From an optimization exercise on the open Yosys and OpenROAD flow, aimed at small area, a short achievable clock period and few clock cycles; shortcuts taken in it are not production practice. In this exercise RTL edits were held to simulation tests only and were not proved equivalent to the original. Power figures rest on the tool's default switching activity, not on a simulated workload.

<file path="flow/flow/run.sh">
#!/bin/bash
set -euo pipefail
bash standard.sh SETUP_SLACK_MARGIN=7 finish > flow_make.log 2>&1
</file>
<file path="flow/standard.sh">
#!/bin/bash
# synth_recipe.tcl (not shown) runs the flow's synth.tcl, then flattens the netlist and writes it again
# the make line also repeats each setting of config.mk as NAME=value (left out here)
make -C /OpenROAD-flow-scripts/flow DESIGN_CONFIG=/design/flow/config.mk WORK_HOME=/design/flow/orfs CLKGATE_MAP_FILE= SYNTH_SCRIPT=/design/flow/synth_recipe.tcl "${@:-finish}"
</file>
<file path="flow/config.mk">
export PLATFORM = sky130hd
export DESIGN_NAME = cv_unit
export DESIGN_NICKNAME = cv_unit
export VERILOG_FILES = /design/flow/design.v
export SDC_FILE = /design/flow/constraint.sdc
export NUM_CORES = 4
export LEC_CHECK = 0
export ABC_CLOCK_PERIOD_IN_PS = 2000
export CAP_MARGIN = 20
export CORE_MARGIN = 2
export CORE_UTILIZATION = 40
export SLEW_MARGIN = 20
</file>
<file path="flow/constraint.sdc">
create_clock -name core_clock -period 10.0 [get_ports {clk}]
set_input_delay 2.0000 -clock core_clock [delete_from_list [all_inputs] [get_ports {clk}]]
set_output_delay 2.0000 -clock core_clock [all_outputs]
set_load 0.01 [all_outputs]
</file>
<file path="flow/design.v">
module cv_unit (
    input  wire        clk,
    input  wire        rst,           
    input  wire        engine_held,   
    input  wire        req_valid,
    output wire        req_ready,
    input  wire        req_write,
    input  wire [11:0] req_addr,      
    input  wire [1:0]  req_size,      
    input  wire [63:0] req_wdata,     
    output reg         rsp_valid,
    output reg  [63:0] rsp_rdata,
    output reg         host_event
);
    localparam [8:0] R_CONFIG  = 9'h000;
    localparam [8:0] R_SEED    = 9'h001;
    localparam [8:0] R_RESULT  = 9'h002;
    localparam [8:0] R_COUNT   = 9'h003;
    localparam [8:0] R_STATUS  = 9'h004;
    localparam [8:0] R_RESTART = 9'h005;
    localparam [8:0] R_FEED    = 9'h020;
    reg  [1:0]  poly;
    reg         use_seed;
    reg  [63:0] seed;
    reg  [63:0] state;              
    reg  [63:0] count;
    reg         p_feed;             
    reg         p_k1, p_k2, p_k4;   
    reg  [31:0] p_data;             
    reg         p_restart;
    wire [8:0] reg_idx = req_addr[11:3];
    wire [2:0] lane    = req_addr[2:0];
    reg aligned;
    always @(*) begin
        case (req_size)
            2'd0:    aligned = 1'b1;
            2'd1:    aligned = (lane[0] == 1'b0);
            2'd2:    aligned = (lane[1:0] == 2'b00);
            default: aligned = (lane == 3'b000);
        endcase
    end
    wire is_feed_addr = (reg_idx == R_FEED) && (lane[2] == 1'b0);
    wire size_ok = aligned && ((req_write && is_feed_addr) ? (req_size != 2'd3) : req_size[1]);
    reg [7:0] be;
    always @(*) begin
        case (req_size)
            2'd0:    be = 8'b0000_0001 << lane;
            2'd1:    be = 8'b0000_0011 << lane;
            2'd2:    be = 8'b0000_1111 << lane;
            default: be = 8'b1111_1111;
        endcase
    end
    wire wr_feed    = req_write && size_ok && is_feed_addr;
    wire wr_config  = req_write && size_ok && (reg_idx == R_CONFIG) && (lane == 3'd0);
    wire wr_seed    = req_write && size_ok && (reg_idx == R_SEED);
    wire wr_restart = req_write && size_ok && (reg_idx == R_RESTART);
    wire cfg_bad    = req_wdata[2];                    
    wire held_drop  = engine_held && (wr_feed || wr_config || wr_restart);
    wire logs_event = !size_ok || held_drop || (wr_config && cfg_bad);
    assign req_ready = 1'b1;
    wire accept = req_valid && !rst;
    wire rd     = accept && !req_write;
    reg [31:0] feed_data;
    always @(*) begin
        case (req_size)
            2'd0:    feed_data = {24'h0, req_wdata[8*lane[1:0] +: 8]};
            2'd1:    feed_data = lane[1] ? {16'h0, req_wdata[23:16], req_wdata[31:24]}
                                         : {16'h0, req_wdata[7:0],   req_wdata[15:8]};
            default: feed_data = {req_wdata[7:0], req_wdata[15:8], req_wdata[23:16], req_wdata[31:24]};
        endcase
    end
    wire [31:0] y = (p_k4 ? state[63:32] :
                     p_k2 ? {16'h0, state[63:48]} :
                            {24'h0, state[63:56]}) ^ p_data;
    wire [63:0] shifted = p_k4 ? {state[31:0], 32'h0} :
                          p_k2 ? {state[47:0], 16'h0} :
                                 {state[55:0], 8'h0};
    wire [63:32] m0;
    wire [63:32] m1;
    wire [63:0]  m2;
    wire [63:48] m3;
    wire x32 = y[4] ^ y[24];
    wire x33 = y[8] ^ y[15];
    wire x34 = y[9] ^ y[16];
    wire x35 = y[17] ^ y[30];
    wire x36 = y[7] ^ y[11];
    wire x37 = y[1] ^ y[5];
    wire x38 = y[2] ^ y[18];
    wire x39 = y[22] ^ y[28];
    wire x40 = y[23] ^ y[29];
    wire x41 = y[12] ^ y[26];
    wire x42 = y[20] ^ y[31];
    wire x43 = y[3] ^ y[19];
    wire x44 = y[0] ^ y[13];
    wire x45 = y[10] ^ y[14];
    wire x46 = y[21] ^ y[27];
    wire x47 = y[6] ^ y[25];
    wire x48 = x32 ^ x33;
    wire x49 = x34 ^ x37;
    wire x50 = y[6] ^ x38;
    wire x51 = y[14] ^ x36;
    wire x52 = y[18] ^ x35;
    wire x53 = y[25] ^ x40;
    wire x54 = y[28] ^ x41;
    wire x55 = y[13] ^ y[24];
    wire x56 = y[5] ^ x44;
    wire x57 = y[10] ^ x36;
    wire x58 = y[21] ^ x43;
    wire x59 = y[9] ^ y[20];
    wire x60 = y[15] ^ y[17];
    wire x61 = y[26] ^ y[27];
    wire x62 = y[0] ^ x39;
    wire x63 = y[29] ^ x45;
    wire x64 = y[1] ^ y[19];
    wire x65 = y[7] ^ x35;
    wire x66 = y[8] ^ x42;
    wire x67 = y[5] ^ y[22];
    wire x68 = y[12] ^ y[27];
    wire x69 = y[15] ^ y[30];
    wire x70 = y[23] ^ x45;
    wire x71 = y[31] ^ x33;
    wire x72 = y[2] ^ y[6];
    wire x73 = y[11] ^ y[19];
    wire x74 = y[3] ^ x38;
    wire x75 = y[21] ^ x39;
    wire x76 = y[25] ^ x34;
    wire x77 = y[4] ^ x43;
    wire x78 = y[12] ^ x46;
    wire x79 = y[16] ^ x32;
    wire x80 = x34 ^ x40;
    wire x81 = x37 ^ x47;
    wire x82 = y[2] ^ y[14];
    wire x83 = y[5] ^ y[30];
    wire x84 = y[7] ^ y[10];
    wire x85 = y[13] ^ y[18];
    wire x86 = y[15] ^ y[31];
    wire x87 = y[24] ^ y[26];
    wire x88 = y[23] ^ x46;
    wire x89 = x44 ^ x49;
    wire x90 = y[0] ^ y[22];
    wire x91 = y[3] ^ y[11];
    wire x92 = y[4] ^ y[17];
    wire x93 = y[4] ^ y[20];
    wire x94 = y[21] ^ y[28];
    wire x95 = y[25] ^ y[29];
    wire x96 = y[28] ^ y[31];
    wire x97 = y[17] ^ x41;
    wire x98 = x32 ^ x39;
    wire x99 = y[1] ^ y[6];
    wire x100 = y[4] ^ y[23];
    wire x101 = y[8] ^ y[27];
    wire x102 = y[10] ^ y[16];
    wire x103 = y[11] ^ y[14];
    wire x104 = y[12] ^ y[22];
    wire x105 = y[16] ^ y[31];
    wire x106 = y[1] ^ x35;
    wire x107 = y[6] ^ x42;
    wire x108 = y[7] ^ x40;
    wire x109 = y[20] ^ x33;
    wire x110 = y[29] ^ x43;
    wire x111 = x32 ^ x47;
    wire x112 = x42 ^ x44;
    wire x113 = y[0] ^ y[16];
    wire x114 = y[3] ^ y[18];
    wire x115 = y[7] ^ y[19];
    wire x116 = y[12] ^ y[17];
    wire x117 = y[13] ^ y[23];
    wire x118 = y[15] ^ y[25];
    wire x119 = y[18] ^ y[27];
    wire x120 = y[20] ^ y[21];
    wire x121 = y[1] ^ x46;
    wire x122 = y[9] ^ x38;
    wire x123 = y[10] ^ x59;
    wire x124 = y[11] ^ x55;
    wire x125 = y[24] ^ x45;
    wire x126 = y[30] ^ x61;
    wire x127 = x36 ^ x68;
    wire x128 = x37 ^ x44;
    wire x129 = x51 ^ x53;
    wire x130 = y[0] ^ y[19];
    wire x131 = y[0] ^ y[28];
    wire x132 = y[2] ^ y[7];
    wire x133 = y[2] ^ y[17];
    wire x134 = y[2] ^ y[30];
    wire x135 = y[3] ^ y[13];
    wire x136 = y[3] ^ y[29];
    wire x137 = y[6] ^ y[30];
    wire x138 = y[7] ^ y[23];
    wire x139 = y[8] ^ y[31];
    wire x140 = y[10] ^ y[20];
    wire x141 = y[12] ^ y[13];
    wire x142 = y[13] ^ y[28];
    wire x143 = y[14] ^ y[19];
    wire x144 = y[16] ^ y[22];
    wire x145 = y[16] ^ y[24];
    wire x146 = y[22] ^ y[27];
    wire x147 = y[25] ^ y[30];
    wire x148 = y[26] ^ y[31];
    wire x149 = y[17] ^ x38;
    wire x150 = y[19] ^ x39;
    wire x151 = y[21] ^ x42;
    wire x152 = y[25] ^ x46;
    wire x153 = x32 ^ x67;
    wire x154 = x34 ^ x64;
    wire x155 = x35 ^ x41;
    wire x156 = x37 ^ x41;
    wire x157 = x40 ^ x43;
    wire x158 = x45 ^ x46;
    wire x159 = x42 ^ x50;
    wire x160 = x48 ^ x56;
    wire x161 = x48 ^ x58;
    wire x162 = x55 ^ x63;
    wire x163 = y[0] ^ x37;
    wire x164 = y[1] ^ x38;
    wire x165 = y[1] ^ x61;
    wire x166 = y[2] ^ x35;
    wire x167 = y[2] ^ x59;
    wire x168 = y[4] ^ x40;
    wire x169 = y[5] ^ x45;
    wire x170 = y[6] ^ x45;
    wire x171 = y[8] ^ x35;
    wire x172 = y[8] ^ x94;
    wire x173 = y[13] ^ x42;
    wire x174 = y[14] ^ x41;
    wire x175 = y[14] ^ x104;
    wire x176 = y[18] ^ x43;
    wire x177 = y[18] ^ x47;
    wire x178 = y[19] ^ x47;
    wire x179 = y[20] ^ x39;
    wire x180 = y[20] ^ x67;
    wire x181 = y[21] ^ x41;
    wire x182 = y[21] ^ x64;
    wire x183 = y[22] ^ x60;
    wire x184 = y[23] ^ x84;
    wire x185 = y[25] ^ x38;
    wire x186 = y[26] ^ x36;
    wire x187 = y[26] ^ x42;
    wire x188 = y[26] ^ x44;
    wire x189 = y[26] ^ x73;
    wire x190 = y[27] ^ x73;
    wire x191 = y[29] ^ x90;
    wire x192 = y[31] ^ x67;
    wire x193 = x33 ^ x42;
    wire x194 = x33 ^ x47;
    wire x195 = x34 ^ x36;
    wire x196 = x34 ^ x60;
    wire x197 = x34 ^ x69;
    wire x198 = x39 ^ x60;
    wire x199 = x39 ^ x68;
    wire x200 = x39 ^ x102;
    wire x201 = x40 ^ x59;
    wire x202 = x40 ^ x93;
    wire x203 = x41 ^ x146;
    wire x204 = x60 ^ x61;
    wire x205 = x82 ^ x101;
    wire x206 = x86 ^ x90;
    wire x207 = y[24] ^ x53;
    wire x208 = x49 ^ x77;
    wire x209 = x52 ^ x78;
    wire x210 = x54 ^ x80;
    wire x211 = x54 ^ x88;
    wire x212 = x58 ^ x65;
    wire x213 = x71 ^ x100;
    wire x214 = y[3] ^ x51;
    wire x215 = y[3] ^ x63;
    wire x216 = y[5] ^ x98;
    wire x217 = y[6] ^ x127;
    wire x218 = y[11] ^ x123;
    wire x219 = y[12] ^ x52;
    wire x220 = y[13] ^ x63;
    wire x221 = y[16] ^ x57;
    wire x222 = y[18] ^ x48;
    wire x223 = y[24] ^ x51;
    wire x224 = y[31] ^ x62;
    wire x225 = x33 ^ x52;
    wire x226 = x33 ^ x58;
    wire x227 = x35 ^ x75;
    wire x228 = x35 ^ x128;
    wire x229 = x37 ^ x50;
    wire x230 = x37 ^ x52;
    wire x231 = x40 ^ x65;
    wire x232 = x41 ^ x62;
    wire x233 = x43 ^ x52;
    wire x234 = x44 ^ x71;
    wire x235 = x48 ^ x95;
    wire x236 = x48 ^ x120;
    wire x237 = x50 ^ x64;
    wire x238 = x50 ^ x92;
    wire x239 = x53 ^ x77;
    wire x240 = x53 ^ x79;
    wire x241 = x54 ^ x70;
    wire x242 = x56 ^ x65;
    wire x243 = x56 ^ x66;
    wire x244 = x56 ^ x88;
    wire x245 = x57 ^ x62;
    wire x246 = x57 ^ x74;
    wire x247 = x62 ^ x74;
    wire x248 = x67 ^ x178;
    wire x249 = x69 ^ x186;
    wire x250 = x70 ^ x107;
    wire x251 = x71 ^ x87;
    wire x252 = x72 ^ x198;
    wire x253 = x74 ^ x81;
    wire x254 = x76 ^ x85;
    wire x255 = x78 ^ x106;
    wire x256 = x79 ^ x110;
    wire x257 = x80 ^ x82;
    wire x258 = x85 ^ x97;
    wire x259 = x98 ^ x157;
    wire x260 = x115 ^ x172;
    wire x261 = y[20] ^ x89;
    wire x262 = y[24] ^ x89;
    wire x263 = y[31] ^ x129;
    wire x264 = x40 ^ x89;
    wire x265 = x75 ^ x160;
    wire x266 = x75 ^ x162;
    wire x267 = x76 ^ x243;
    wire x268 = x110 ^ x159;
    assign m0[32] = (x242 ^ ((x61 ^ (y[16] ^ x38)) ^ x213));
    assign m0[33] = ((((y[0] ^ y[15]) ^ x43) ^ x122) ^ (x155 ^ x81));
    assign m0[34] = ((x84 ^ x112) ^ (x77 ^ (x165 ^ x50)));
    assign m0[35] = (x161 ^ (x156 ^ (x42 ^ (x147 ^ x36))));
    assign m0[36] = ((x59 ^ (y[14] ^ x137)) ^ x265);
    assign m0[37] = ((x125 ^ x206) ^ (x81 ^ ((y[21] ^ y[9]) ^ x108)));
    assign m0[38] = (x224 ^ (x70 ^ (x99 ^ x127)));
    assign m0[39] = (((y[1] ^ x55) ^ x126) ^ x263);
    assign m0[40] = (x213 ^ (x58 ^ ((x103 ^ x131) ^ x185)));
    assign m0[41] = (x208 ^ (x191 ^ (x41 ^ x109)));
    assign m0[42] = (x228 ^ (x88 ^ ((x32 ^ x72) ^ x123)));
    assign m0[43] = (x253 ^ (x75 ^ ((x139 ^ x36) ^ x125)));
    assign m0[44] = (x259 ^ (x51 ^ (x137 ^ ((y[31] ^ y[9]) ^ x101))));
    assign m0[45] = (((x32 ^ x61) ^ x108) ^ (x167 ^ x169));
    assign m0[46] = ((x169 ^ x181) ^ (x91 ^ (x105 ^ x72)));
    assign m0[47] = (x217 ^ (x79 ^ (x135 ^ x183)));
    assign m0[48] = ((x87 ^ (y[8] ^ x64)) ^ (x179 ^ (x108 ^ x170)));
    assign m0[49] = (x223 ^ (x151 ^ x210));
    assign m0[50] = ((x133 ^ x148) ^ x266);
    assign m0[51] = (((y[14] ^ x119) ^ x53) ^ (x91 ^ (x144 ^ x69)));
    assign m0[52] = (((x130 ^ x35) ^ x54) ^ x213);
    assign m0[53] = (((y[29] ^ x119) ^ x66) ^ x262);
    assign m0[54] = (((x47 ^ x94) ^ x125) ^ (x154 ^ x166));
    assign m0[55] = (x246 ^ (x187 ^ (x95 ^ x183)));
    assign m0[56] = (((x147 ^ x82) ^ (y[27] ^ x145)) ^ (x54 ^ x71));
    assign m0[57] = ((x204 ^ x76) ^ (x96 ^ (x136 ^ x44)));
    assign m0[58] = ((x52 ^ x63) ^ (x79 ^ (x131 ^ x165)));
    assign m0[59] = (((x37 ^ x38) ^ (x86 ^ x95)) ^ ((y[28] ^ x35) ^ x190));
    assign m0[60] = (((y[30] ^ x113) ^ x54) ^ x268);
    assign m0[61] = (x256 ^ (x65 ^ (x121 ^ x173)));
    assign m0[62] = (x222 ^ (x97 ^ (x46 ^ x180)));
    assign m0[63] = (x244 ^ (x177 ^ (y[9] ^ x150)));
    assign m1[32] = (((x41 ^ x106) ^ x257) ^ (x75 ^ (x124 ^ x194)));
    assign m1[33] = (((x53 ^ x65) ^ x234) ^ (x74 ^ ((y[9] ^ x45) ^ x203)));
    assign m1[34] = ((x149 ^ x63) ^ (x76 ^ ((y[22] ^ x68) ^ x124)));
    assign m1[35] = (x241 ^ ((x118 ^ x124) ^ x233));
    assign m1[36] = (x235 ^ (x174 ^ ((x119 ^ x73) ^ x112)));
    assign m1[37] = ((x54 ^ ((x143 ^ x69) ^ x152)) ^ x261);
    assign m1[38] = (x252 ^ ((x121 ^ x63) ^ (x87 ^ x112)));
    assign m1[39] = (x247 ^ (((x145 ^ x69) ^ x121) ^ x129));
    assign m1[40] = ((x175 ^ ((x47 ^ x60) ^ x157)) ^ x262);
    assign m1[41] = ((x93 ^ x164) ^ ((x188 ^ x194) ^ (x65 ^ x70)));
    assign m1[42] = ((x209 ^ x216) ^ (y[9] ^ x129));
    assign m1[43] = (((y[10] ^ y[3]) ^ x128) ^ x238);
    assign m1[44] = ((x51 ^ x77) ^ x229);
    assign m1[45] = (x231 ^ ((x66 ^ x81) ^ (y[26] ^ x62)));
    assign m1[46] = ((y[7] ^ x111) ^ ((x176 ^ x196) ^ (x62 ^ x78)));
    assign m1[47] = ((x193 ^ x74) ^ (x84 ^ (x141 ^ x83)));
    assign m1[48] = (x211 ^ ((x112 ^ x57) ^ (x47 ^ (y[4] ^ x134))));
    assign m1[49] = (x244 ^ (((y[19] ^ x118) ^ x166) ^ (x51 ^ x79)));
    assign m1[50] = (x50 ^ ((x143 ^ x83) ^ x202));
    assign m1[51] = ((((y[24] ^ y[7]) ^ x83) ^ x107) ^ x226);
    assign m1[52] = (x212 ^ (((y[1] ^ x72) ^ x109) ^ x210));
    assign m1[53] = (x211 ^ ((y[18] ^ x118) ^ ((x55 ^ x59) ^ (x64 ^ x84))));
    assign m1[54] = (x255 ^ (x70 ^ (((y[15] ^ y[4]) ^ x91) ^ x173)));
    assign m1[55] = (((x105 ^ x38) ^ (y[12] ^ x103)) ^ x265);
    assign m1[56] = ((x232 ^ x239) ^ (x71 ^ (y[2] ^ x106)));
    assign m1[57] = (x89 ^ ((x126 ^ x168) ^ (x66 ^ x74)));
    assign m1[58] = (x208 ^ (x171 ^ ((x72 ^ x96) ^ x158)));
    assign m1[59] = ((x159 ^ x216) ^ (x57 ^ (x136 ^ x196)));
    assign m1[60] = ((x229 ^ x251) ^ (x75 ^ x221));
    assign m1[61] = (((x96 ^ x99) ^ x126) ^ (x195 ^ x48));
    assign m1[62] = (x208 ^ (x184 ^ ((y[22] ^ x33) ^ x126)));
    assign m1[63] = (x218 ^ (((y[24] ^ x69) ^ x110) ^ (x203 ^ x81)));
    assign m2[0] = (x260 ^ (x188 ^ ((x34 ^ x82) ^ x111)));
    assign m2[1] = (x256 ^ (((x140 ^ x46) ^ x128) ^ x252));
    assign m2[2] = ((x227 ^ x253) ^ (x51 ^ (y[16] ^ x202)));
    assign m2[3] = ((x161 ^ x231) ^ (x50 ^ (x41 ^ x192)));
    assign m2[4] = (x247 ^ (x88 ^ ((y[14] ^ x83) ^ x187)));
    assign m2[5] = ((x99 ^ (x46 ^ x86)) ^ x259);
    assign m2[6] = (((x132 ^ x83) ^ x179) ^ x240);
    assign m2[7] = (x257 ^ ((x96 ^ x77) ^ x242));
    assign m2[8] = (x230 ^ ((x107 ^ x48) ^ x215));
    assign m2[9] = (x251 ^ (x56 ^ (x103 ^ (y[30] ^ (y[18] ^ y[28])))));
    assign m2[10] = ((x44 ^ ((y[29] ^ y[31]) ^ x132)) ^ (x54 ^ (x121 ^ x48)));
    assign m2[11] = (((x39 ^ x95) ^ (y[30] ^ x135)) ^ (x205 ^ x49));
    assign m2[12] = ((x102 ^ x207) ^ (x212 ^ x234));
    assign m2[13] = (x237 ^ ((x36 ^ x112) ^ x227));
    assign m2[14] = ((x175 ^ x58) ^ (x66 ^ (x108 ^ x164)));
    assign m2[15] = (((x134 ^ x59) ^ (y[22] ^ x117)) ^ x161);
    assign m2[16] = ((y[3] ^ x151) ^ (x76 ^ (x153 ^ x70)));
    assign m2[17] = ((x195 ^ x56) ^ (x70 ^ ((x133 ^ x33) ^ x150)));
    assign m2[18] = ((x109 ^ x125) ^ (x80 ^ ((x91 ^ x99) ^ (y[18] ^ x116))));
    assign m2[19] = (x225 ^ (x54 ^ ((y[0] ^ y[11]) ^ x170)));
    assign m2[20] = ((x127 ^ x154) ^ (x86 ^ (y[29] ^ x85)));
    assign m2[21] = ((y[0] ^ x111) ^ (x65 ^ (x123 ^ x181)));
    assign m2[22] = (x224 ^ (((x32 ^ x45) ^ x190) ^ (x49 ^ x50)));
    assign m2[23] = ((((x45 ^ x91) ^ x97) ^ x236) ^ x264);
    assign m2[24] = (x245 ^ (((y[19] ^ y[27]) ^ x156) ^ x225));
    assign m2[25] = (x237 ^ ((x66 ^ x80) ^ (x68 ^ (y[11] ^ x142))));
    assign m2[26] = (x212 ^ (((y[12] ^ y[28]) ^ x167) ^ x162));
    assign m2[27] = (((x87 ^ x197) ^ x245) ^ x268);
    assign m2[28] = ((x239 ^ x255) ^ (x66 ^ x221));
    assign m2[29] = (x248 ^ (((x113 ^ x42) ^ x51) ^ x219));
    assign m2[30] = (x258 ^ (x182 ^ ((x138 ^ x33) ^ x107)));
    assign m2[31] = (x62 ^ ((x61 ^ x93) ^ x177));
    assign m2[32] = ((x111 ^ x205) ^ x264);
    assign m2[33] = (x228 ^ ((y[4] ^ x102) ^ x226));
    assign m2[34] = (x159 ^ (x49 ^ (x92 ^ (y[22] ^ x103))));
    assign m2[35] = (x241 ^ (((y[17] ^ x114) ^ x76) ^ x160));
    assign m2[36] = ((x204 ^ x49) ^ (x63 ^ ((x73 ^ x85) ^ x111)));
    assign m2[37] = (x218 ^ (x160 ^ x209));
    assign m2[38] = (((x139 ^ x32) ^ (x38 ^ x90)) ^ (x156 ^ x57));
    assign m2[39] = (x214 ^ ((x163 ^ x79) ^ x211));
    assign m2[40] = ((x60 ^ (x115 ^ x46)) ^ (x49 ^ (x174 ^ x191)));
    assign m2[41] = ((x109 ^ x200) ^ (x50 ^ ((y[27] ^ x117) ^ x106)));
    assign m2[42] = (x223 ^ ((x58 ^ x80) ^ (x96 ^ x149)));
    assign m2[43] = (x235 ^ ((x104 ^ x140) ^ x233));
    assign m2[44] = (x254 ^ (x189 ^ ((x100 ^ x83) ^ x151)));
    assign m2[45] = ((x199 ^ (x92 ^ (y[2] ^ x84))) ^ x267);
    assign m2[46] = (x240 ^ ((x163 ^ x57) ^ (x43 ^ x149)));
    assign m2[47] = (x261 ^ (x219 ^ (x94 ^ x214)));
    assign m2[48] = ((x220 ^ x238) ^ (x71 ^ (x104 ^ x182)));
    assign m2[49] = ((x43 ^ (x117 ^ x38)) ^ (x51 ^ (x180 ^ x197)));
    assign m2[50] = (x250 ^ ((y[16] ^ x116) ^ x161));
    assign m2[51] = (x254 ^ (x153 ^ (x60 ^ (x120 ^ x36))));
    assign m2[52] = ((x184 ^ x56) ^ (x98 ^ (x116 ^ x122)));
    assign m2[53] = (x246 ^ (x49 ^ (((y[0] ^ y[26]) ^ x94) ^ x168)));
    assign m2[54] = ((x155 ^ ((x36 ^ x39) ^ x152)) ^ (x215 ^ x89));
    assign m2[55] = ((x207 ^ x209) ^ (x57 ^ (x154 ^ x206)));
    assign m2[56] = ((x200 ^ x66) ^ (((y[23] ^ x64) ^ x124) ^ (x155 ^ x185)));
    assign m2[57] = (x217 ^ (((y[28] ^ x113) ^ x66) ^ (x92 ^ (x114 ^ x40))));
    assign m2[58] = (x260 ^ ((x32 ^ ((y[29] ^ y[9]) ^ x141)) ^ x230));
    assign m2[59] = ((x220 ^ x248) ^ (x66 ^ (y[30] ^ x122)));
    assign m2[60] = (x250 ^ ((y[9] ^ x58) ^ x249));
    assign m2[61] = (((x144 ^ x42) ^ x48) ^ (x57 ^ x78));
    assign m2[62] = ((x72 ^ (y[23] ^ x130)) ^ (x97 ^ (x153 ^ x51)));
    assign m2[63] = (((x114 ^ x138) ^ (x55 ^ x68)) ^ (x109 ^ x81));
    assign m3[48] = ((x93 ^ (x101 ^ x73)) ^ x232);
    assign m3[49] = (x78 ^ ((x142 ^ x37) ^ x201));
    assign m3[50] = ((y[30] ^ x72) ^ x266);
    assign m3[51] = (((y[22] ^ y[3]) ^ x69) ^ x263);
    assign m3[52] = (x48 ^ (x41 ^ ((y[23] ^ y[30]) ^ x105)));
    assign m3[53] = ((x98 ^ (x73 ^ x97)) ^ x267);
    assign m3[54] = (x258 ^ (x81 ^ (x158 ^ x201)));
    assign m3[55] = (x249 ^ ((x158 ^ x50) ^ (x55 ^ x150)));
    assign m3[56] = (x129 ^ (x199 ^ ((y[16] ^ x43) ^ x193)));
    assign m3[57] = (x236 ^ ((y[13] ^ x35) ^ x210));
    assign m3[58] = (x162 ^ ((x46 ^ x192) ^ (x52 ^ x76)));
    assign m3[59] = ((x86 ^ (x39 ^ x47)) ^ (x70 ^ (x189 ^ x52)));
    assign m3[60] = (x222 ^ (x62 ^ (x105 ^ x108)));
    assign m3[61] = (x207 ^ (x49 ^ (y[19] ^ x171)));
    assign m3[62] = (((y[10] ^ x35) ^ x122) ^ (x87 ^ (x42 ^ x47)));
    assign m3[63] = ((x148 ^ x152) ^ (x176 ^ x57));
    reg [63:0] m;
    always @(*) begin
        case (poly)
            2'd0:    m = {m0, 32'h0};
            2'd1:    m = {m1, 32'h0};
            2'd2:    m = m2;
            default: m = {m3, 48'h0};
        endcase
    end
    reg [63:0] restart_state;
    always @(*) begin
        case (poly)
            2'd0, 2'd1: restart_state = use_seed ? {~seed[7:0], ~seed[15:8], ~seed[23:16], ~seed[31:24], 32'h0}
                                                 : {32'hFFFF_FFFF, 32'h0};
            2'd2:       restart_state = use_seed ? seed : 64'h0;
            default:    restart_state = use_seed ? {seed[15:0], 48'h0} : {16'hFFFF, 48'h0};
        endcase
    end
    always @(posedge clk) begin
        if (accept && wr_feed) begin
            p_data <= feed_data;
            p_k1   <= (req_size == 2'd0);
            p_k2   <= (req_size == 2'd1);
            p_k4   <= req_size[1];
        end
    end
    wire [63:0] state_next = p_restart ? restart_state :
                             p_feed    ? shifted ^ m : state;
    wire [63:0] count_next = p_restart ? 64'h0 :
                             p_feed    ? count + {61'h0, p_k4, p_k2, p_k1} : count;
    always @(posedge clk) begin
        state <= state_next;
        count <= count_next;
    end
    always @(posedge clk) begin
        if (rst) begin
            poly       <= 2'd1;
            use_seed   <= 1'b0;
            seed       <= 64'h0;
            p_feed     <= 1'b0;
            p_restart  <= 1'b1;
            rsp_valid  <= 1'b0;
            host_event <= 1'b0;
        end else begin
            host_event <= accept && logs_event;
            rsp_valid  <= rd;
            p_feed     <= accept && wr_feed && !engine_held;
            p_restart  <= accept && !engine_held && ((wr_config && !cfg_bad) || wr_restart);
            if (accept && wr_config && !engine_held && !cfg_bad) begin
                poly     <= req_wdata[1:0];
                use_seed <= req_wdata[8];
            end
            if (accept && wr_seed) begin : seed_write
                integer k;
                for (k = 0; k < 8; k = k + 1)
                    if (be[k]) seed[8*k +: 8] <= req_wdata[8*k +: 8];
            end
        end
    end
    reg [63:0] reg_value;
    always @(*) begin
        case (reg_idx)
            R_CONFIG: reg_value = {55'h0, use_seed, 6'h0, poly};
            R_SEED:   reg_value = seed;
            R_RESULT: case (poly)
                          2'd0, 2'd1: reg_value = {32'h0, ~state_next[39:32], ~state_next[47:40],
                                                          ~state_next[55:48], ~state_next[63:56]};
                          2'd2:       reg_value = state_next;
                          default:    reg_value = {48'h0, state_next[63:48]};
                      endcase
            R_COUNT:  reg_value = count_next;
            R_STATUS: reg_value = {62'h0, engine_held, 1'b0};
            default:  reg_value = 64'h0;
        endcase
    end
    always @(posedge clk)
        rsp_rdata <= size_ok ? reg_value : 64'h0;
endmodule
</file>
==> results of run 1 <==
-- power by group through the flow --
| stage | Combinational [uW] | Clock (uW) | Sequential (uW) |
|---|---|---|---|
| global route | 2680 | 1180 | 1250 |
| detailed placement | 1660 | 0 | 1280 |
| CTS | 2260 | 1140 | 1250 |
| global placement | 1670 | 0 | 1280 |
| floorplan | 1100 | 0 | 1250 |
| finish | 2650 | 1130 | 1250 |
-- metrics by stage --
step / worst slack (ns) / total power [uW] / instances / utilization
after floorplan: 5.44 / 2350 / 2855 / -
after global placement: 4.27 / 2950 / 3773 / 0.460
final: 5.64 / 5030 / 4365 / 0.645
after global routing: 5.58 / 5110 / 4364 / 0.645
after CTS: 5.74 / 4650 / 4211 / 0.595
after detailed placement: 4.16 / 2930 / 3773 / 0.460
-- cells by family after synthesis --
group	count (synthesis)
AO/OA/AOI/OAI	544
multiplexers	165
XOR/XNOR	872
flip-flops	298
other	1
buffers and inverters	216
AND/OR/NAND/NOR	750
adder cells (fa/ha/maj)	9
-- state kept, by name (all words and copies together), names as in the netlist, 2 cells and up --
| register | cells |
|---|---|
| count | 64 |
| rsp_rdata | 64 |
| seed | 64 |
| poly | 2 |
| p_data | 32 |
| state | 64 |
-- path summary, 6_finish.rpt --
path                                    to  slack (ns)  depth (start not counted)
setup / recovery  rsp_rdata[11]$_SDFF_PN0_        5.64                         15
hold / removal           count[63]$_DFF_P_        0.55                          2
setup reg to reg  rsp_rdata[11]$_SDFF_PN0_        5.64                         15
hold reg to reg          count[63]$_DFF_P_        0.55                          2
-- worst reg2reg max path, delay by kind of cell (launching register included) --
kind,cells,cell delay (ns)
AOI/OAI and AO/OA,3,0.57
xor gates and xnor gates,5,1.74
buffers and inverters,6,0.92
DFF,1,0.40
muxes,1,0.61
-- cell usage in the layout (no fill, tap or decap), types with 26 or more instances in the layout --
cell             count
buf_4              332
xnor2_1            238
nor2_1             233
dfxtp_1            192
buf_6              178
nand2_1            152
xnor2_2            136
xnor3_1            132
mux2i_1            129
buf_12             120
xor2_1             118
xnor2_4            110
a21oi_1             79
clkdlybuf4s50_1     67
dfxtp_2             65
a22oi_1             64
xnor3_2             55
o21ai_0             50
and2_1              41
nor2_2              41
a222oi_1            41
xor2_4              38
clkbuf_16           36
edfxtp_1            35
nand3_1             33
o21ai_1             30
a22o_1              27
and3_1              26
-- layout make-up --
| cell class | instances | share of cell area |
|---|---|---|
| Tap cell | 873 | 0.0251 |
| Clock buffer | 41 | 0.0201 |
| Clock inverter | 12 | 0.00184 |
| Inverter | 25 | 0.00308 |
| Multi-Input combinational cell | 2341 | 0.599 |
| Timing Repair Buffer | 771 | 0.203 |
| Sequential cell | 298 | 0.148 |
| Antenna cell | 2 | 0.000115 |
| Timing Repair inverter | 2 | 0.000403 |
-- Yosys cell counts, types with 18 or more instances --
master and n:
nor3_1 27, xnor2_2 20, nand4_1 21, and3_1 32, xnor2_1 461, edfxtp_1 35, clkbuf_1 116, a31oi_1 21
a22o_1 27, xor2_1 170, dfxtp_1 263, mux2i_1 148, nand3_1 44, xnor3_1 187, o21ai_0 101, buf_2 34
nand2_1 185, a21oi_1 111, and2_1 42, buf_1 22, nor2_1 297, inv_1 21, a222oi_1 41, or3_1 18
a22oi_1 68
-- per-layer routing --
metal	track usage	vias up	wire length [microns]
met5	0	-	8
met4	0.346	2	17300
met3	0.0975	655	16900
met2	0.684	2136	69700
met1	0.533	13637	56900
li1	-	11373	-
-- what timing repair did --
action / 4_1_cts / 5_1_grt
cloned: 21 / 5
buffers inserted: 364 / 147
pin swaps: 275 / 259
resized for setup: 1128 / 377
endpoints found under the setup margin: 375 / 339
endpoints found under the hold margin: 0 / 0
==> run_results.csv, run 1 <==
group,metric,value,unit
synthesis,synthSimpleGateAreaFrac,0.128,
setup_path,cpPeakStageDelay,0.61,ns
power,ir_drop,144,uV
grt,grt_usage,0.441,
synthesis,synthFlopType,"dfxtp_1",
timing,fin_tns_setup,0,ns
timing,timing.fmax,230,MHz
power,clkPwrFrac,0.225,
setup_path,cp.required,10.48,ns
timing,tightest_slew,1.26,ns
power,power_switching,1890,uW
grt,antenna_found_initial,3,
power,seq_power_share,0.249,
setup_path,worstSetupStartpointType,"flip-flop",
synthesis,synth_area_leaders,"dfxtp_1 19%, xnor3_1 15%, xnor2_1 15%",
setup_path,crit_type,"flip-flop to flip-flop",
timing,rsz0062_at_grt,"true",
final_layout,area_delta_synth_final,59.1,%
setup_path,crit_start,"p_k4$_DFFE_PP_",
synthesis,synth_area,27300,sq um
routing,avgRoutedWirePerCell,36.9,microns
worst_hold_path,worstHoldStart,"count[63]$_DFF_P_",
synthesis,yosysSeqAreaShare,0.231,
floorplanning,start_util,0.406,
floorplanning,dieArea,70400,sq um
floorplanning,die_h,265,microns
status,outcome,"complete, no violations",
final_layout,fillers,5063,
synthesis,synth.distinct_cells,108,
synthesis,yosys_register_bits,298,
synthesis,yosysTopAreaCell,"dfxtp_1",
routing,drtAntennaViolNets,0,
synthesis,yosysWarnings,1,
timing,hold_viol,0,
power,p_sw_frac,0.377,
synthesis,synth_edf_count,35,
synthesis,synth_top_family_by_area,"XOR/XNOR gates",
routing,drcViolationCount,0,
cts,clkSlewWorstSetupHoldPaths,0.07,ns
grt,grt_pass1_vias,26603,
setup_path,endpoint_kind,"flip-flop",
final_layout,fin_area,43500,sq um
cts,root_buffer,"clkbuf_16",
synthesis,synthesis.nets,2947,
floorplanning,die_width,265,microns
cts,clkLatencyLatePin,0.58,ns
placed_design,gp_congestion,1.10,
synthesis,synth-adder-area-share,0.00439,
grt,grt_max_degree,77,
setup_path,cp_max_fo,6,
power,power_density,116,nW/um^2
cts,cts_buffers,29,
final_layout,multi_input_area,26000,sq um
timing,max_slew_margin,0.158,
timing,finalClockSkew,0.0209,ns
cts,h-tree-depth,1,
timing,timing.hold.ws,0.550,ns
power,cell_internal_pwr,3140,uW
timing,layout_min_cycle_time,4.36,ns
timing,timing.final.max_slew_violations,0,
routing,via_per_inst,6.37,
cts,holdBufCountCts,0,
final_layout,drive_above_1_share,0.448,
setup_path,slowest_stage,"mux4_2",
setup_path,critical-path-top-delay-family,"XOR/XNOR gates",
floorplanning,core_area,67400,sq um
power,total_leakage_power,0.0176,uW
floorplanning,rows,95,
cts,cts_tree,"done",
synthesis,synth_xor_area_frac,0.396,
setup_path,reg2reg_from,"p_k4$_DFFE_PP_",
worst_hold_path,hold_path.class,"flip-flop to flip-flop",
final_layout,fin_nets,3560,
placed_design,postPlaceCellArea,31000,sq um
synthesis,synth.avg_cell_area,9.57,sq um
grt,grt_pass1_wl,216000,microns
routing,drt-initial-drc-count,3759,
synthesis,async_flop_share,0,
job,maxCapViolations,0,
synthesis,synth_mux_area_frac,0.0631,
floorplanning,ios,150,
routing,drt-total-wl,161000,microns
final_layout,seqCellArea,6420,sq um
routing,firstDrtPassIters,8,
synthesis,synth_compound_area_frac,0.143,
placed_design,place_hpwl,109000,microns
routing,vias,27803,
cts,cts.sinks,298,
timing,fin_crit_sh,0.436,
timing,setup_violations,0,
synthesis,netlist.area_leader.share,0.193,
placed_design,io_buffers,148,
power,combPwrFrac,0.526,
cts,cts.path.max_buffers,3,
grt,grt-ovfl-total,0,
synthesis,synth_cells,2855,
setup_path,cp.buffers_inverters,6,
setup_path,crit_chain,"buf_6 -> buf_12 -> buf_16 -> buf_4 -> buf_6 -> o21ai_4 -> xor2_4 -> buf_12 -> xnor3_2 -> xnor3_2 -> xnor2_2 -> mux4_2 -> xnor2_4 -> a2111oi_4 -> o32ai_1",
setup_path,cp.arrival,4.84,ns
Testbench counts, summed over its fixed seeds: cycles 13,195.
==> run 2: changes to the inputs <==
==> flow/run.sh (new file) <==
#!/bin/bash
# synth_recipe.tcl (not shown) runs the flow's synth.tcl, then flattens the netlist and writes it again
# the make line also repeats each setting of config.mk as NAME=value (left out here)
make -C /OpenROAD-flow-scripts/flow DESIGN_CONFIG=/design/flow/config.mk WORK_HOME=/design/flow/orfs CLKGATE_MAP_FILE= SYNTH_SCRIPT=/design/flow/synth_recipe.tcl finish
--- a/flow/config.mk
+++ b/flow/config.mk
@@ -10,3 +10,4 @@
 export CORE_MARGIN = 2
 export CORE_UTILIZATION = 40
+export SETUP_SLACK_MARGIN = 5
 export SLEW_MARGIN = 20
removed: flow/flow/run.sh
removed: flow/standard.sh
==> run_results.csv, run 2 <==
group,metric,value,unit
final_layout,final_cells,3865,
final_layout,area_delta_synth_final,17.0,%
routing,drt-total-wl,144000,microns
setup_path,crit_type,"flip-flop to flip-flop",
power,clkPwrFrac,0.300,
timing,rsz0062_at_grt,"true",
grt,grt_pass1_vias,23641,
floorplanning,rows,95,
setup_path,cp_max_fo,10,
floorplanning,die_h,265,microns
final_layout,fin_area,32000,sq um
synthesis,synth_area,27300,sq um
synthesis,synthesis.nets,2947,
synthesis,synth_xor_area_frac,0.396,
placed_design,dpl.cell_count,3789,
routing,drcViolationCount,0,
timing,hold_viol,0,
power,cell_internal_pwr,2750,uW
timing,timing.final.max_slew_violations,0,
synthesis,synth-adder-area-share,0.00439,
power,power_density,134,nW/um^2
power,combPwrFrac,0.409,
final_layout,drive_above_1_share,0.121,
power,ir_drop,149,uV
grt,grt_pass1_wl,197000,microns
placed_design,io_buffers,148,
synthesis,synth_cells,2855,
synthesis,synth_mux_area_frac,0.0631,
routing,via_per_inst,6.40,
setup_path,worstSetupStartpointType,"flip-flop",
timing,fin_tns_setup,0,ns
routing,drt-initial-drc-count,3196,
floorplanning,ios,150,
timing,max_slew_margin,0.215,
timing,tightest_slew,1.17,ns
timing,finalClockSkew,0.0336,ns
floorplanning,core_area,67400,sq um
routing,firstDrtPassIters,10,
grt,grt_usage,0.401,
routing,m1WireLength,52600,microns
synthesis,yosysSeqAreaShare,0.231,
cts,clkLatencyLatePin,0.61,ns
floorplanning,start_util,0.406,
floorplanning,die_width,265,microns
worst_hold_path,hold_path.class,"flip-flop to flip-flop",
synthesis,synth_common_cells,"461 x xnor2_1, 297 x nor2_1, 263 x dfxtp_1",
synthesis,yosysWarnings,1,
placed_design,postPlaceCellArea,30000,sq um
cts,clkSlewWorstSetupHoldPaths,0.07,ns
routing,top_layer,"met4",
placed_design,gp_congestion,1.09,
cts,cts_tree,"done",
synthesis,synth_top_family_by_area,"XOR/XNOR gates",
grt,grt_max_degree,79,
floorplanning,dieArea,70400,sq um
routing,avgRoutedWirePerCell,37.2,microns
routing,vias,24751,
synthesis,synth.avg_cell_area,9.57,sq um
synthesis,synthSimpleGateAreaFrac,0.128,
setup_path,cp.required,10.46,ns
synthesis,synth_area_leaders,"dfxtp_1 19%, xnor3_1 15%, xnor2_1 15%",
synthesis,synth_compound_area_frac,0.143,
power,total_leakage_power,0.0125,uW
power,seq_power_share,0.291,
final_layout,final_core_util,0.474,
grt,antenna_found_initial,5,
cts,root_buffer,"clkbuf_16",
setup_path,endpoint_kind,"flip-flop",
final_layout,fin_nets,3059,
final_layout,mostFrequentLayoutCell,"xnor2_1",
synthesis,synth_edf_count,35,
power,power_switching,1540,uW
timing,timing.fmax,194,MHz
grt,grt-ovfl-total,0,
power,power,4290,uW
synthesis,synthFlopType,"dfxtp_1",
final_layout,layout_common_cells,"431 x xnor2_1, 280 x nor2_1, 260 x dfxtp_1, 185 x nand2_1, 182 x xnor3_1",
cts,cts.path.max_buffers,3,
timing,setup_violations,0,
routing,met3_wirelength,14800,microns
synthesis,synth_most_common_cell,"xnor2_1",
routing,drtAntennaViolNets,0,
cts,cts.sinks,298,
synthesis,netlist.area_leader.share,0.193,
setup_path,cp.arrival,5.61,ns
synthesis,yosys_register_bits,298,
timing,fin_crit_sh,0.515,
routing,route.met2.wl,62000,microns
job,maxCapViolations,0,
power,p_sw_frac,0.360,
timing,layout_min_cycle_time,5.15,ns
synthesis,async_flop_share,0,
synthesis,yosysTopAreaCell,"dfxtp_1",
placed_design,place_hpwl,111000,microns
synthesis,synth.distinct_cells,108,
status,outcome,"complete, no violations",
cts,h-tree-depth,1,
cts,cts_buffers,30,
[run 2: routing by layer]
metal,vias to the layer above,track usage
met5,-,0
met2,1816,0.626
met4,0,0.307
met1,12099,0.494
li1,10342,-
met3,494,0.0704
[run 2: power by group through the flow]
stage	Sequential (uW)	Clock (uW)	Combinational, uW
6_report	1250	1290	1760
5_1_grt	1250	1350	1780
4_1_cts	1250	1300	1670
3_5_place_dp	1270	0	1630
3_3_place_gp	1270	0	1650
2_1_floorplan	1250	0	1060
[run 2: timing repair]
action / CTS / global route
setup endpoints to repair: 145 / 107
endpoints found under the hold margin: 0 / 0
gates cloned: 0 / 0
resized for setup: 65 / 43
pin swaps: 4 / 8
hold buffers: 0 / 0
setup buffers: 3 / 16
[run 2: cell families (layout without fill, tap and decap cells)]
family	after synthesis	after routing
AO/OA/AOI/OAI	544	544
XOR/XNOR	872	872
adder cells (fa/ha/maj)	9	9
buffers and inverters	216	352
flip-flops	298	298
multiplexers	165	165
other	1	2
AND/OR/NAND/NOR	750	750
[run 2: area by class of cell]
cell class              count  area (sq um)
clock inverters            18           289
diodes                      1          2.50
flip-flops and latches    298          6320
inverters                  25           103
fillers                  6271         35400
clock buffers              38           831
well taps                 873          1090
multi-input cells        2341         20800
repair buffers            271          2530
[run 2: metrics by stage]
| step | worst slack (ns) | hold slack (ns) |
|---|---|---|
| 4_1_cts | 4.97 | 0.528 |
| 3_5_place_dp | 3.73 | 0.519 |
| 2_1_floorplan | 5.23 | 0.463 |
| 5_1_grt | 4.87 | 0.551 |
| 3_3_place_gp | 3.89 | 0.486 |
| 6_report | 4.85 | 0.520 |
[run 2: path summary, 6_finish.rpt]
path                                         from                  endpoint  slack [ns]  cells after the start
worst min-delay path            count[63]$_DFF_P_         count[63]$_DFF_P_        0.52                      2
worst max register to register  state[59]$_DFF_P_  rsp_rdata[13]$_SDFF_PN0_        4.85                     12
worst min register to register  count[63]$_DFF_P_         count[63]$_DFF_P_        0.52                      2
worst max-delay path            state[59]$_DFF_P_  rsp_rdata[13]$_SDFF_PN0_        4.85                     12
[run 2: worst max-delay path, cell delays in order (launching register included)]
cell      delay, ns
dfxtp_1        0.80
xor2_1         0.20
and3_1         0.25
or2_1          0.42
buf_4          0.27
xnor2_1        0.82
xor2_1         0.28
xnor2_1        0.15
mux2i_1        0.10
o211ai_1       0.67
mux2i_1        0.36
or3_1          0.38
a32o_1         0.28
==> run 3: changes to the inputs <==
--- a/flow/design.v
+++ b/flow/design.v
@@ -25,5 +25,4 @@
     reg  [63:0] state;              
     reg  [63:0] count;
-    reg         p_feed;             
     reg         p_k1, p_k2, p_k4;   
     reg  [31:0] p_data;             
@@ -61,4 +60,5 @@
     wire accept = req_valid && !rst;
     wire rd     = accept && !req_write;
+    wire       feed_go = accept && wr_feed && !engine_held;
     reg [31:0] feed_data;
     always @(*) begin
@@ -70,10 +70,12 @@
         endcase
     end
-    wire [31:0] y = (p_k4 ? state[63:32] :
-                     p_k2 ? {16'h0, state[63:48]} :
-                            {24'h0, state[63:56]}) ^ p_data;
-    wire [63:0] shifted = p_k4 ? {state[31:0], 32'h0} :
-                          p_k2 ? {state[47:0], 16'h0} :
-                                 {state[55:0], 8'h0};
+    wire        p_k0 = !p_k1 && !p_k2 && !p_k4 && !p_restart;
+    wire [31:0] y = ({32{p_k4}} & state[63:32] |
+                     {32{p_k2}} & {16'h0, state[63:48]} |
+                     {32{p_k1}} & {24'h0, state[63:56]}) ^ p_data;
+    wire [63:0] shifted = {64{p_k0}} & state |
+                          {64{p_k4}} & {state[31:0], 32'h0} |
+                          {64{p_k2}} & {state[47:0], 16'h0} |
+                          {64{p_k1}} & {state[55:0], 8'h0};
     wire [63:32] m0;
     wire [63:32] m1;
@@ -461,13 +463,8 @@
     assign m3[62] = (((y[10] ^ x35) ^ x122) ^ (x87 ^ (x42 ^ x47)));
     assign m3[63] = ((x148 ^ x152) ^ (x176 ^ x57));
-    reg [63:0] m;
-    always @(*) begin
-        case (poly)
-            2'd0:    m = {m0, 32'h0};
-            2'd1:    m = {m1, 32'h0};
-            2'd2:    m = m2;
-            default: m = {m3, 48'h0};
-        endcase
-    end
+    wire [63:0] m = {64{poly == 2'd0}} & {m0, 32'h0} |
+                    {64{poly == 2'd1}} & {m1, 32'h0} |
+                    {64{poly == 2'd2}} & m2 |
+                    {64{poly == 2'd3}} & {m3, 48'h0};
     reg [63:0] restart_state;
     always @(*) begin
@@ -479,19 +476,10 @@
         endcase
     end
+    wire [63:0] state_next = shifted ^ ({64{p_restart}} & restart_state) ^ m;
+    wire [63:0] count_next = {64{!p_restart}} & (count + {61'h0, p_k4, p_k2, p_k1});
     always @(posedge clk) begin
-        if (accept && wr_feed) begin
-            p_data <= feed_data;
-            p_k1   <= (req_size == 2'd0);
-            p_k2   <= (req_size == 2'd1);
-            p_k4   <= req_size[1];
-        end
-    end
-    wire [63:0] state_next = p_restart ? restart_state :
-                             p_feed    ? shifted ^ m : state;
-    wire [63:0] count_next = p_restart ? 64'h0 :
-                             p_feed    ? count + {61'h0, p_k4, p_k2, p_k1} : count;
-    always @(posedge clk) begin
-        state <= state_next;
-        count <= count_next;
+        state  <= state_next;
+        count  <= count_next;
+        p_data <= feed_go ? feed_data : 32'h0;
     end
     always @(posedge clk) begin
@@ -500,5 +488,7 @@
             use_seed   <= 1'b0;
             seed       <= 64'h0;
-            p_feed     <= 1'b0;
+            p_k1       <= 1'b0;
+            p_k2       <= 1'b0;
+            p_k4       <= 1'b0;
             p_restart  <= 1'b1;
             rsp_valid  <= 1'b0;
@@ -507,5 +497,7 @@
             host_event <= accept && logs_event;
             rsp_valid  <= rd;
-            p_feed     <= accept && wr_feed && !engine_held;
+            p_k1       <= feed_go && (req_size == 2'd0);
+            p_k2       <= feed_go && (req_size == 2'd1);
+            p_k4       <= feed_go && req_size[1];
             p_restart  <= accept && !engine_held && ((wr_config && !cfg_bad) || wr_restart);
             if (accept && wr_config && !engine_held && !cfg_bad) begin
@@ -520,21 +512,15 @@
         end
     end
-    reg [63:0] reg_value;
-    always @(*) begin
-        case (reg_idx)
-            R_CONFIG: reg_value = {55'h0, use_seed, 6'h0, poly};
-            R_SEED:   reg_value = seed;
-            R_RESULT: case (poly)
-                          2'd0, 2'd1: reg_value = {32'h0, ~state_next[39:32], ~state_next[47:40],
-                                                          ~state_next[55:48], ~state_next[63:56]};
-                          2'd2:       reg_value = state_next;
-                          default:    reg_value = {48'h0, state_next[63:48]};
-                      endcase
-            R_COUNT:  reg_value = count_next;
-            R_STATUS: reg_value = {62'h0, engine_held, 1'b0};
-            default:  reg_value = 64'h0;
-        endcase
-    end
+    wire rd_ok = size_ok && !req_write;
+    wire [63:0] result_next = {64{rd_ok && reg_idx == R_RESULT && !poly[1]}} &
+                                  {32'h0, ~state_next[39:32], ~state_next[47:40],
+                                          ~state_next[55:48], ~state_next[63:56]} |
+                              {64{rd_ok && reg_idx == R_RESULT && poly == 2'd2}} & state_next |
+                              {64{rd_ok && reg_idx == R_RESULT && poly == 2'd3}} & {48'h0, state_next[63:48]};
     always @(posedge clk)
-        rsp_rdata <= size_ok ? reg_value : 64'h0;
+        rsp_rdata <= result_next |
+                     {64{rd_ok && reg_idx == R_COUNT}}  & count_next |
+                     {64{rd_ok && reg_idx == R_SEED}}   & seed |
+                     {64{rd_ok && reg_idx == R_CONFIG}} & {55'h0, use_seed, 6'h0, poly} |
+                     {64{rd_ok && reg_idx == R_STATUS}} & {62'h0, engine_held, 1'b0};
 endmodule
==> run_results.csv, run 3 <==
group,metric,value,unit
grt,grt_usage,0.382,
cts,root_buffer,"clkbuf_16",
cts,cts_buffers,30,
synthesis,yosys_register_bits,297,
grt,antenna_found_initial,1,
synthesis,yosysWarnings,1,
power,total_leakage_power,0.0110,uW
synthesis,synthFlopType,"dfxtp_1",
setup_path,cp_max_fo,46,
routing,drtAntennaViolNets,0,
cts,clkLatencyLatePin,0.58,ns
routing,via_per_inst,6.19,
timing,setup_ws,4.81,ns
synthesis,async_flop_share,0,
timing,finalClockSkew,0.0227,ns
final_layout,area_delta_synth_final,17.3,%
routing,firstDrtPassIters,15,
timing,fin_tns_setup,0,ns
cts,clkSlewWorstSetupHoldPaths,0.07,ns
floorplanning,start_util,0.404,
floorplanning,rows,90,
power,power_density,98.5,nW/um^2
routing,drcViolationCount,0,
final_layout,fin_nets,2841,
grt,grt_pass1_vias,20760,
cts,holdBufCountCts,0,
synthesis,yosysSeqAreaShare,0.244,
job,maxCapViolations,0,
synthesis,synth_cells,2617,
cts,cts.path.max_buffers,3,
setup_path,cp.required,10.42,ns
setup_path,slowest_stage,"a222oi_1",
setup_path,cpPeakStageDelay,0.80,ns
timing,rsz0062_at_grt,"true",
placed_design,pre_cts_ws,4.09,ns
power,ir_drop,113,uV
synthesis,synth_common_cells,"598 x xnor2_1, 297 x dfxtp_1, 295 x xor2_1",
synthesis,synth_most_common_cell,"xnor2_1",
setup_path,critical-path-top-delay-family,"compound AO/OA/AOI/OAI gates",
floorplanning,ios,150,
setup_path,crit_type,"flip-flop to flip-flop",
floorplanning,dieArea,62800,sq um
timing,hold_viol,0,
timing,timing.final.max_slew_violations,0,
timing,max_slew_margin,0.230,
worst_hold_path,hold_path.class,"flip-flop to flip-flop",
status,outcome,"complete, no violations",
grt,grt_pass1_wl,168000,microns
setup_path,cp.arrival,5.61,ns
setup_path,cp.buffers_inverters,4,
timing,layout_min_cycle_time,5.19,ns
floorplanning,die_h,251,microns
final_layout,fillers,5744,
cts,cts_tree,"done",
setup_path,endpoint_kind,"flip-flop",
routing,avgRoutedWirePerCell,34.6,microns
routing,drt-total-wl,123000,microns
routing,drt-initial-drc-count,4170,
synthesis,yosysTopAreaCell,"dfxtp_1",
synthesis,netlist.area_leader.share,0.244,
synthesis,synth.distinct_cells,73,
timing,tightest_slew,1.15,ns
setup_path,worstSetupStartpointType,"flip-flop",
synthesis,synth_area_leaders,"dfxtp_1 24%, xnor2_1 22%, xor2_1 11%",
final_layout,drive_above_1_share,0.0945,
floorplanning,die_width,251,microns
cts,h-tree-depth,1,
synthesis,synth_area,24300,sq um
final_layout,layout_common_cells,"580 x xnor2_1, 293 x dfxtp_1, 284 x xor2_1, 233 x nor2_1, 213 x nand2_1",
timing,fin_crit_sh,0.519,
routing,vias,21999,
floorplanning,core_area,60200,sq um
cts,cts.sinks,297,
synthesis,synth_edf_count,0,
setup_path,worst_path_most_repeated_cell,"buf_4",
placed_design,gp_congestion,1.08,
synthesis,synthesis.nets,2710,
synthesis,synth.avg_cell_area,9.29,sq um
grt,grt_max_degree,70,
timing,timing.fmax,193,MHz
grt,grt-ovfl-total,0,
timing,setup_violations,0,
placed_design,place_hpwl,95100,microns
final_layout,mostFrequentLayoutCell,"xnor2_1",
placed_design,io_buffers,148,
setup_path,crit_chain,"buf_6 -> a222oi_1 -> xnor2_2 -> buf_4 -> xnor2_4 -> buf_4 -> xnor2_4 -> buf_4 -> xnor2_1 -> xor2_1 -> nor2_1 -> a2111oi_1 -> xnor2_1 -> o221ai_1",
-- run 3: cell types whose count changed after synthesis, moves of 35 or more --
cell and delta:
nor2_1 -58, a222oi_1 +40, xor2_1 +125, xnor2_1 +137, xnor3_1 -84, edfxtp_1 -35, o21ai_0 -72, mux2i_1 -71
-- run 3: path summary, 6_finish.rpt --
path,from,end,slack (ns),cells past startpoint
hold reg to reg,seed[62]$_SDFFE_PP0P_,rsp_rdata[62]$_DFF_P_,0.53,2
setup reg to reg,p_k2$_SDFF_PP0_,rsp_rdata[7]$_DFF_P_,4.81,14
hold / removal,seed[62]$_SDFFE_PP0P_,rsp_rdata[62]$_DFF_P_,0.53,2
setup / recovery,p_k2$_SDFF_PP0_,rsp_rdata[7]$_DFF_P_,4.81,14
-- run 3: cell families (layout without fill, tap and decap cells) --
logic type	after synthesis	after routing	synth area share
compound gates	394	394	0.121
xor+xnor	1040	1040	0.455
fa+ha+maj	10	10	0.00545
buf+inv	178	332	0.0299
flops	297	297	0.244
mux	79	79	0.0326
other cells	1	2	0.000154
simple gates	618	619	0.112
-- run 3: worst register-to-register path: stages, from the launching register on --
cell and delay, ns:
dfxtp_4 0.47, buf_6 0.30, a222oi_1 0.81, xnor2_2 0.17, buf_4 0.35, xnor2_4 0.17, buf_4 0.37, xnor2_4 0.19
buf_4 0.27, xnor2_1 0.23, xor2_1 0.31, nor2_1 0.10, a2111oi_1 0.65, xnor2_1 0.40, o221ai_1 0.26
-- run 3: repair_timing --
action	4_1_cts	5_1_grt
pin swaps	3	2
cloned	1	0
endpoints found under the setup margin	97	94
gates resized for setup	28	19
buffers inserted	5	1
-- run 3: metrics by stage --
step	area, sq um	util	cells	total power (uW)	hold WS [ns]
finish	28500	0.474	3555	2810	0.527
global route	28500	0.474	3554	2870	0.546
CTS	28400	0.472	3552	2800	0.530
detailed placement	27100	0.449	3490	1510	0.506
global placement	27100	0.449	3490	1510	0.502
floorplan	24300	-	2617	1390	0.448
-- run 3: layer usage --
layer / up-vias / track usage / share of wire
met1: 10855 / 0.547 / 0.41
li1: 9243 / - / -
met3: 266 / 0.103 / 0.13
met2: 1635 / 0.540 / 0.40
met5: - / 0 / 0
met4: 0 / 0.152 / 0.052
-- run 3: final cells by class --
type / count / area (sq um) / share of cell area
multi-input cells: 2143 / 18100 / 0.634
flip-flops and latches: 297 / 5950 / 0.209
repair buffers: 255 / 2310 / 0.0808
well taps: 782 / 978 / 0.0343
clock buffers: 40 / 880 / 0.0308
clock inverters: 16 / 254 / 0.00890
inverters: 21 / 78.8 / 0.00276
diodes: 1 / 2.50 / 0.0000877
-- run 3: report_power, final --
| group | switching (uW) | internal (uW) | total [uW] |
|---|---|---|---|
| Sequential | 62.3 | 1200 | 1270 |
| Combinational | 144 | 95.2 | 239 |
| Clock | 527 | 778 | 1300 |
| Total | 733 | 2080 | 2810 |
Testbench counts of run 3, summed over its fixed seeds: cycles 13,195.

what the ideal ports hide:
No port has a modelled driver above. Below, the same layouts with a new extraction and two added sets of constraints.
Step 1, drivers: a clkbuf_16 drives clk and a buf_2 each remaining input, both assumed.
Step 2 times the ports against the registers' clock, not the clock port: input delays grow and output delays shrink by t, the midpoint of the rising clock arrivals with the driver on.
a / b / c = ideal ports / drivers / drivers and shift; a / b = the first two.
run | t, ns | setup WS [ns] | latest minus earliest clock arrival (ns) | worst register clock-pin slew, ns | cell pins on the clock port's net
run 1 | 0.627 | 5.645 / 5.645 / 5.373 | 0.021 / 0.021 | 0.08 / 0.08 | 1
run 2 | 0.651 | 4.851 / 4.851 / 4.363 | 0.034 / 0.034 | 0.07 / 0.07 | 1
run 3 | 0.629 | 4.810 / 4.810 / 4.498 | 0.022 / 0.023 | 0.07 / 0.07 | 1
After both steps setup and hold are still met in every run listed. The setup slack of run 2, which loses most, moves by 0.000 ns with the drivers and by -0.488 ns with both steps.
